This design comes from an exercise in tuning for small area, a short achievable clock period and few clock cycles on the open sky130 flow, not from production work. The RTL was checked by simulation tests, not by an equivalence proof against the original design.

// anvil_gcm
module anvil_gcm (
    input  wire         clk,
    input  wire         rst,
    input  wire         start,
    input  wire [255:0] key,
    input  wire         key_256,
    input  wire [95:0]  iv,
    input  wire         decrypt,
    output reg          idle,
    input  wire         in_valid,
    output reg          in_ready,
    input  wire [127:0] in_data,
    input  wire         in_aad,
    input  wire [4:0]   in_bytes,
    input  wire         in_last,
    output reg          out_valid,
    output reg  [127:0] out_data,
    output reg          tag_valid,
    output reg  [127:0] tag
);
==> flow/config.mk <==
export PLATFORM = sky130hd
export DESIGN_NAME = anvil_gcm
export DESIGN_NICKNAME = anvil_gcm
export VERILOG_FILES = /design/flow/design.v
export SDC_FILE = /design/flow/constraint.sdc
export NUM_CORES = 8
export LEC_CHECK = 0
export CAP_MARGIN = 40
export CORE_MARGIN = 2
export CORE_UTILIZATION = 62
export SLEW_MARGIN = 40
==> flow/constraint.sdc <==
create_clock -name core_clock -period 12.0 [get_ports {clk}]
set_input_delay 2.4000 -clock core_clock [delete_from_list [all_inputs] [get_ports {clk}]]
set_output_delay 2.4000 -clock core_clock [all_outputs]
set_load 0.01 [all_outputs]
standard.sh (not shown) runs the stock make flow with config.mk's settings and CLKGATE_MAP_FILE= SYNTH_SCRIPT=/design/flow/synth_recipe.tcl, a recipe that flattens the netlist after the stock synthesis.
==> flow/flow/run.sh <==
#!/bin/bash
set -euo pipefail
here=$(pwd)
rm -rf "$here/scripts"
cp -r "$FLOW_HOME/scripts" "$here/scripts"
cp "$here/flow/abc_map.script" "$here/scripts/abc_speed.script"
bash standard.sh SCRIPTS_DIR="$here/scripts" SETUP_SLACK_MARGIN=8.0 finish \
    > standard.log 2>&1
==> flow/flow/abc_map.script <==
strash
ifraig
scorr
dc2
strash
&get -n
&dch -f
&nf
&put
The first run finished but failed the layout checks on max-capacitance violations, max-slew violations.
Testbench counts at the start, summed over its fixed seeds: cycles 42,398.
Rerun with:
--- a/flow/design.v
+++ b/flow/design.v
@@ -406,18 +406,19 @@
     reg [127:0] h_r;
     reg [127:0] ej0_r;
     reg [13:0]  len_a;           
     reg [13:0]  len_c;           
     wire acc_start = start & idle;
     reg  open;                   
     wire acc_in    = in_valid & in_ready;
     reg  [4:0]  bc;              
     reg         batch0;          
+    reg  [10:0] cb;              
     reg         push_a, push_b;  
     reg         pushed_a;        
     reg         ld_a;            
     reg  [LANES-1:0] ld;         
     reg         at28, at29;      
     reg         k_adv;           
     reg         k_ld;            
     reg  [3:0]  kstep;           
     wire [4:0]  bc_n   = (acc_start | (bc == BATCH - 1)) ? 5'd0 : bc + 5'd1;
@@ -425,27 +426,31 @@
     wire [4:0]  l0_n   = k256_n ? 5'd0 : 5'd8;           
     wire [4:0]  rel_n  = bc_n - l0_n;
     wire [127:0] rk;
     aes_keysched u_ks (
         .clk(clk), .load(~open | k_ld), .key(open ? key_r : key),
         .adv(k_adv), .mode256(k256_r), .step(kstep), .rk(rk)
     );
     wire [128*LANES-1:0] ks;
     wire        cb_we  = acc_start | at29;
-    wire [10:0] cb_inc = (pushed_a ? LANES : 0) + (push_b ? LANES : 0);
+    wire [10:0] cb_new = acc_start ? 11'd0
+                                   : cb + (pushed_a ? LANES : 0) + (push_b ? LANES : 0);
+    always @(posedge clk)
+        if (cb_we)
+            cb <= cb_new;
     genvar gl;
     generate
         for (gl = 0; gl < LANES; gl = gl + 1) begin : g_lane
             reg [10:0] c_a, c_b;
             always @(posedge clk)
                 if (cb_we) begin
-                    c_a <= acc_start ? gl : c_a + cb_inc;
-                    c_b <= acc_start ? LANES + gl : c_b + cb_inc;
+                    c_a <= cb_new + gl;
+                    c_b <= cb_new + LANES + gl;
                 end
             wire [127:0] p = ld_a ? ((batch0 && gl == 0) ? 128'h0 : {iv_r, 21'h0, c_a})
                                   : {iv_r, 21'h0, c_b};
             aes_lane u_lane (.clk(clk), .load(ld[gl]), .pin(p), .rk(rk),
                              .ks(ks[128*gl +: 128]));
         end
     endgenerate
     reg [127:0] fe [0:NE-1];
     reg [EW-1:0] rp;             
=>
- The changed run finished with timing, DRC and antenna clean
- non-clock buffer count goes up by 50
- final cell count stays flat
- worst setup slack gets better by 480 ps
- final area is about the same
- die area goes down by 0.34%
- via count goes up by 0.56%
Testbench counts after the change, summed over its fixed seeds: cycles 42,398.

-- what the ideal ports hide --
The results above use ideal ports. As a check the final layouts listed here were re-extracted and re-timed, cells and wires unchanged.
Step 1 (the two cells are an assumption about what drives the block):
set clk [get_ports {clk}]
set_driving_cell -lib_cell sky130_fd_sc_hd__clkbuf_16 $clk
set_driving_cell -lib_cell sky130_fd_sc_hd__buf_2 [delete_from_list [all_inputs] $clk]
Step 2 also shifts input and output timing later by t, the mid clock arrival at the registers, as if the neighbouring blocks saw the same clock.
Three values: no drivers, after step 1, after step 2; two values: the first two.
run | t, ns | setup WS [ns] | worst slew at a driven data input, ns
the first run | 1.143 | 7.344 / 7.344 / 6.904 | 0.32
the second run | 1.137 | 7.819 / 7.816 / 6.905 | 0.31
For the second run, which loses most, drivers alone change the setup slack by -0.003 ns; drivers and shift together by -0.914 ns.
